This design comes from an exercise in tuning for small area, a short achievable clock period and few clock cycles on the open sky130 flow, not from production work.
In this exercise RTL edits were held to simulation tests only and were not proved equivalent to the original.

==> fjord <==
Design q9_dotacc, start of the top module:
module q9_dotacc (
    input  wire         clk,
    input  wire         rst,
    input  wire         in_valid,
    output wire         in_ready,
    input  wire         in_first,
    input  wire         in_last,
    input  wire         in_fmt,
    input  wire [127:0] in_w,
    input  wire [127:0] in_a,
    input  wire [15:0]  in_sw,
    input  wire [15:0]  in_sa,
    output reg          out_valid,
    output wire [31:0]  out_acc,
    output wire         out_nsc,
    output wire         out_of
);
    reg         r0_v, r0_first, r0_last, r0_fmt;
    reg [31:0]  r0_ps;
    reg [95:0]  r0_wm, r0_am;
    reg [15:0]  r0_sw, r0_sa;
    reg rdy;
    assign in_ready = rdy;
    integer i;
    always @(posedge clk) begin
        r0_v     <= ~rst & in_valid & in_ready;
        rdy      <= rst | ~(in_valid & in_ready & in_fmt);
        r0_first <= in_first;
        r0_last  <= in_last;
        r0_fmt   <= in_fmt;
  ...
Settings: LEC_CHECK=0, ABC_AREA=1, CAP_MARGIN=20, CORE_MARGIN=2, CORE_UTILIZATION=40, CTS_CLUSTER_DIAMETER=300, CTS_CLUSTER_SIZE=22, SLEW_MARGIN=20; clock period 90.0 ns.
standard.sh (not shown) runs the stock make flow with config.mk's settings and CLKGATE_MAP_FILE= SYNTH_SCRIPT=/design/flow/synth_recipe.tcl, a recipe that flattens the netlist after the stock synthesis.
==> flow/flow/run.sh <==
#!/bin/bash
# The standard layout (the standard.sh, standard synthesis included), with
# every input and output port buffered by the smallest buffer cell instead of
# the one buffer_ports picks by default. Each tool's output goes to the ORFS
# logs under orfs/logs; this script's own output goes to flow_run.log.
set -euo pipefail
bash standard.sh "BUFFER_PORTS_ARGS=-buffer_cell sky130_fd_sc_hd__buf_1" finish > flow_run.log 2>&1
==> ember (differences from fjord) <==
--- a/flow/design.v
+++ b/flow/design.v
@@ -61,29 +61,29 @@
         u_s     <= h_v ? {h_s[12], h_s} : s_first;
         u_sw    <= h_v ? h_sw : r0_sw[7:0];
         u_sa    <= h_v ? h_sa : r0_sa[7:0];
     end
     wire               c_nan, c_sign;
     wire        [18:0] c_sig;
-    wire signed [10:0] c_k;
+    wire signed [9:0]  c_k;
     q9_contrib u_c (
         .s(u_s), .qf4(u_qf4), .sw(u_sw), .sa(u_sa),
         .c_nan(c_nan), .c_sign(c_sign), .c_sig(c_sig), .c_k(c_k)
     );
     reg         r1_v, r1_first, r1_last;
     reg         r1_nan, r1_sign;
     reg  [18:0] r1_sig;
-    reg  [10:0] r1_k;
+    reg  [9:0]  r1_k;
     always @(posedge clk) begin
         r1_v     <= ~rst & u_v;
-        r1_first <= u_first;
+        r1_first <= u_v & u_first;
         r1_last  <= u_last;
-        r1_nan   <= c_nan;
+        r1_nan   <= u_v & c_nan;
         r1_sign  <= c_sign;
-        r1_sig   <= c_sig;
-        r1_k     <= c_k;
+        r1_sig   <= u_v ? c_sig : 19'd0;
+        r1_k     <= u_v ? c_k : -10'sd32;
     end
     reg [31:0] acc;
     reg        nsc;
     reg        ovf;
     assign out_acc = acc;
     assign out_nsc = nsc;
@@ -98,17 +98,15 @@
     always @(posedge clk) begin
         if (rst) begin
             out_valid <= 1'b0;
         end else begin
             out_valid <= r1_v & r1_last;
         end
-        if (r1_v) begin
-            acc <= sum;
-            nsc <= (r1_first ? 1'b0 : nsc) | r1_nan;
-            ovf <= (r1_first ? 1'b0 : ovf) | of;
-        end
+        acc <= sum;
+        nsc <= (r1_first ? 1'b0 : nsc) | r1_nan;
+        ovf <= (r1_first ? 1'b0 : ovf) | of;
     end
 endmodule
 module q9_half_dot (
     input  wire        [15:0] ps,
     input  wire        [47:0] wm,
     input  wire        [47:0] am,
@@ -487,21 +485,21 @@
     input  wire               qf4,
     input  wire        [7:0]  sw,
     input  wire        [7:0]  sa,
     output wire               c_nan,
     output wire               c_sign,
     output wire        [18:0] c_sig,
-    output wire signed [10:0] c_k
+    output wire signed [9:0]  c_k
 );
     wire [12:0] s_abs = s[13] ? -s[12:0] : s[12:0];
     wire [3:0] sig_w = qf4 ? {(sw[7:3] != 5'd0), sw[2:0]} : 4'd1;
     wire [3:0] sig_a = qf4 ? {(sa[7:3] != 5'd0), sa[2:0]} : 4'd1;
     wire [4:0] ew    = (sw[7:3] == 5'd0) ? 5'd1 : sw[7:3];
     wire [4:0] ea    = (sa[7:3] == 5'd0) ? 5'd1 : sa[7:3];
-    wire [7:0]  sig_prod = sig_w * sig_a;
-    wire [18:0] mag      = s_abs * sig_prod;
+    wire [16:0] mag_w    = s_abs * sig_w;
+    wire [18:0] mag      = mag_w * sig_a;
     wire signed [10:0] e_lsb = qf4 ? ($signed({6'd0, ew}) + $signed({6'd0, ea}) - 11'sd38)
                                    : ($signed({3'd0, sw}) + $signed({3'd0, sa}) - 11'sd256);
     reg [4:0] lz;
     integer i;
     always @(*) begin
         lz = 5'd19;
@@ -509,44 +507,46 @@
             if (mag[i]) lz = 5'd18 - i[4:0];
     end
     wire zero = (mag == 19'd0);
     assign c_nan  = (sw == 8'hFF) | (sa == 8'hFF);
     assign c_sign = s[13] & ~zero;
     assign c_sig  = mag << lz;
-    assign c_k    = zero ? -11'sd400 : e_lsb + 11'sd145 - $signed({6'd0, lz});
+    wire signed [10:0] k_raw = e_lsb + 11'sd145 - $signed({6'd0, lz});
+    assign c_k    = (zero | (k_raw < -11'sd32)) ? -10'sd32
+                  : (k_raw > 11'sd256) ? 10'sd256 : k_raw[9:0];
 endmodule
 module q9_acc_add (
     input  wire        [31:0] acc,
     input  wire               c_nan,
     input  wire               c_sign,
     input  wire        [18:0] c_sig,
-    input  wire signed [10:0] c_k,
+    input  wire signed [9:0]  c_k,
     output reg         [31:0] res,
     output reg                ovf
 );
     wire [7:0]  a_e   = acc[30:23];
     wire        a_nz  = (a_e != 8'd0);
     wire        a_max = (a_e == 8'hFF);
     wire        a_nan = a_max & (acc[22:0] != 23'd0);
     wire        a_inf = a_max & (acc[22:0] == 23'd0);
     wire [23:0] a_sig = {a_nz, acc[22:0]};
     wire [7:0]  a_e1  = {a_e[7:1], a_e[0] | ~a_nz};
     wire [23:0] c_s24 = {c_sig, 5'd0};
-    wire signed [11:0] d_ac = $signed({4'd0, a_e1}) - $signed({c_k[10], c_k});
-    wire signed [11:0] d_ca = $signed({c_k[10], c_k}) - $signed({4'd0, a_e1});
+    wire signed [10:0] d_ac = $signed({3'd0, a_e1}) - $signed({c_k[9], c_k});
+    wire signed [10:0] d_ca = $signed({c_k[9], c_k}) - $signed({3'd0, a_e1});
     wire        a_ge  = (a_sig >= c_s24);
-    wire        e_gt  = ($signed({4'd0, a_e1}) > $signed({c_k[10], c_k}));
-    wire        e_eq  = ({3'd0, a_e1} == c_k);
+    wire        e_gt  = ($signed({2'd0, a_e1}) > c_k);
+    wire        e_eq  = ({2'd0, a_e1} == c_k);
     wire        a_big = e_gt | (e_eq & a_ge);
-    wire [11:0] d     = a_big ? d_ac : d_ca;
-    wire [4:0]  sh    = (d > 12'd27) ? 5'd27 : d[4:0];
+    wire [10:0] d     = a_big ? d_ac : d_ca;
+    wire [4:0]  sh    = (d > 11'd27) ? 5'd27 : d[4:0];
     wire [23:0] big_sig = a_big ? a_sig : c_s24;
     wire [23:0] sml_sig = a_big ? c_s24 : a_sig;
     wire        s_big   = a_big ? acc[31] : c_sign;
     wire        s_sml   = a_big ? c_sign : acc[31];
-    wire [9:0]  eb_big  = a_big ? {2'd0, a_e1} - 10'd1 : c_k[9:0] - 10'd1;
+    wire [9:0]  eb_big  = a_big ? {2'd0, a_e1} - 10'd1 : c_k - 10'd1;
     wire [26:0] al0 = {sml_sig, 3'd0};
     wire [26:0] al1 = sh[4] ? {16'd0, al0[26:17], al0[16:0] != 17'd0}  : al0;
     wire [26:0] al2 = sh[3] ? { 8'd0, al1[26:9],  al1[8:0]  != 9'd0}   : al1;
     wire [26:0] al3 = sh[2] ? { 4'd0, al2[26:5],  al2[4:0]  != 5'd0}   : al2;
     wire [26:0] al4 = sh[1] ? { 2'd0, al3[26:3],  al3[2:0]  != 3'd0}   : al3;
     wire [26:0] s_al = sh[0] ? { 1'd0, al4[26:2], al4[1:0]  != 2'd0}   : al4;
@@ -555,27 +555,29 @@
     wire [27:0] x    = {1'b0, b_al} + ({1'b0, s_al} ^ {28{sub}}) + {27'd0, sub};
     wire        neg  = sub & x[27];
     wire        s_lo = (s_al[2:0] != 3'd0);
     wire [27:0] m    = neg ? {1'b0, ~x[26:3], s_al[2:0]} : x;
     wire        sgn  = neg ? s_sml : s_big;
     wire        zero = ~neg & (x == 28'd0);
-    reg [4:0] lz;
+    wire [26:0] bar  = (eb_big > 10'd26) ? 27'd0 : (27'h4000000 >> eb_big[4:0]);
+    wire [26:0] xb   = x[26:0] | bar;
+    reg [4:0] ls;
     integer i;
     always @(*) begin
-        lz = 5'd27;
+        ls = 5'd27;
         for (i = 0; i < 27; i = i + 1)
-            if (x[i]) lz = 5'd26 - i[4:0];
+            if (xb[i]) ls = 5'd26 - i[4:0];
     end
-    wire [4:0]  ls   = ({5'd0, lz} > eb_big) ? eb_big[4:0] : lz;
     wire [26:0] xn   = x[26:0] << ls;
     wire [26:0] mn   = neg ? m[26:0] : xn;
     wire [23:0] kept = m[27] ? m[27:4] : mn[26:3];
     wire        g    = m[27] ? m[3]    : mn[2];
     wire        st   = m[27] ? (m[2:0] != 3'd0) : (mn[1:0] != 2'd0);
     wire        up   = (g & (st | kept[0])) | (neg & ~s_lo);
-    wire [24:0] kr   = {1'b0, kept} + {24'd0, up};
+    wire [24:0] kinc = {1'b0, kept} + 25'd1;
+    wire [24:0] kr   = up ? kinc : {1'b0, kept};
     wire [9:0]  e_base = m[27] ? eb_big + 10'd1 : eb_big - {5'd0, ls};
     wire [9:0]  e_fld  = e_base + {8'd0, kr[24:23]};
     wire        e_ovf  = (e_base >= 10'd255) | ((e_base == 10'd254) & (kr[24] | kr[23]))
                        | ((e_base == 10'd253) & kr[24]);
     always @(*) begin
         ovf = 1'b0;
==> flow/flow/run.sh (replaced) <==
#!/bin/bash
# The standard layout (the standard.sh) with three changes to how it is
# built:
#  - synthesis is the standard synthesis script with the final ABC
#    mapping of combinational logic done by flow/q9_abc.script (an
#    area-oriented script) -- see flow/q9_synth.tcl;
#  - every input and output port is buffered by sky130_fd_sc_hd__buf_1 instead
#    of the cell buffer_ports picks by default (clkdlybuf4s50_1);
#  - clock tree synthesis runs with the flow's usual arguments plus
#    -dont_use_dummy_load, with sinks clustered 22 at a time within 300 um.
# Each tool's output goes to the ORFS logs under orfs/logs; this script's own
# output goes to flow_run.log in the folder it runs in.
set -euo pipefail
export Q9_WORK="$PWD"
export Q9_ABC_SCRIPT="$PWD/flow/q9_abc.script"
bash standard.sh \
  "SYNTH_SCRIPT=$PWD/flow/q9_synth.tcl" \
  "BUFFER_PORTS_ARGS=-buffer_cell sky130_fd_sc_hd__buf_1" \
  "CTS_ARGS=-sink_clustering_enable -repair_clock_nets -sink_clustering_size 22 -sink_clustering_max_diameter 300 -dont_use_dummy_load" \
  finish > flow_run.log 2>&1
==> flow/flow/q9_abc.script (new file) <==
strash
dch
amap
strash
dch
amap
strash
dch
amap
topo
stime -c
buffer -c
upsize -c
dnsize -c
==> flow/flow/q9_synth.tcl (new file) <==
# The standard synthesis (its synth_recipe.tcl, sourced unchanged), with
# one change: the final ABC technology mapping of the combinational logic uses
# flow/q9_abc.script, an area-oriented script, instead of ORFS's
# abc_area.script. Registers are mapped before that step and are not passed
# to ABC, so they are the standard synthesis's.
proc abc {args} {
    set i [lsearch -exact $args -script]
    if {$i >= 0} {
        set args [lreplace $args [expr {$i + 1}] [expr {$i + 1}] $::env(Q9_ABC_SCRIPT)]
    }
    puts "q9_synth: abc with $::env(Q9_ABC_SCRIPT)"
    yosys abc {*}$args
}
source $::env(Q9_WORK)/synth_recipe.tcl
--- a/flow/config.mk
+++ b/flow/config.mk
@@ -5,10 +5,10 @@
 export SDC_FILE = /design/flow/constraint.sdc
 export NUM_CORES = 4
 export LEC_CHECK = 0
 export ABC_AREA = 1
 export CAP_MARGIN = 20
 export CORE_MARGIN = 2
-export CORE_UTILIZATION = 40
+export CORE_UTILIZATION = 70
 export CTS_CLUSTER_DIAMETER = 300
 export CTS_CLUSTER_SIZE = 22
 export SLEW_MARGIN = 20
==> impl_metrics.yaml <==
outcome:
  status: "complete, no violations"
hold_path:
  hold_end: "h_sw[2]"
synth:
  syn_area_sq_um: 43900
final_layout:
  final_common_cell: "inv_1"
  fin_util: 0.430
routing:
  via_count: 39500
  wire_per_inst_microns: 15.6
clock_network:
  clk_pin_slew_ns: 0.10
(the above is from fjord)
==> impl_metrics.yaml <==
outcome:
  status: "complete, no violations"
hold_path:
  hold_end: "h_sw[1]"
synth:
  syn_area_sq_um: 39600
  synth_area_leader_cell: "dfxtp_1"
routing:
  via_count: 38200
  wire_per_inst_microns: 16.7
clock_network:
  clk_pin_slew_ns: 0.08
(the above is from ember)
Testbench counts of fjord, summed over its fixed seeds: cycles 46,863.
Testbench counts of ember, summed over its fixed seeds: cycles 46,863.

==> what the ideal ports hide <==
The flow's constraints put no driver on any port. The routed layouts listed below were extracted and timed again, unchanged, in two steps. Step 1 assumes that a clkbuf_16 drives the clock port and a buf_2 every other input. Step 2, shift: input delay + t, output delay - t, t = (earliest + latest rising clock arrival at the registers) / 2. This alone moves slack from input paths to output paths. Three values: ideal ports, drivers, drivers and shift; two values: the first two.
run	t (ns)	setup slack, ns	worst setup path at the end	worst slew at a driven data input, ns	pins driven straight from the clock port
fjord	0.661	70.688 / 70.621 / 71.282	register to output	0.04	1
ember	0.631	70.914 / 70.849 / 71.448	input to register	0.07	1
After both steps setup and hold are still met in every run listed.
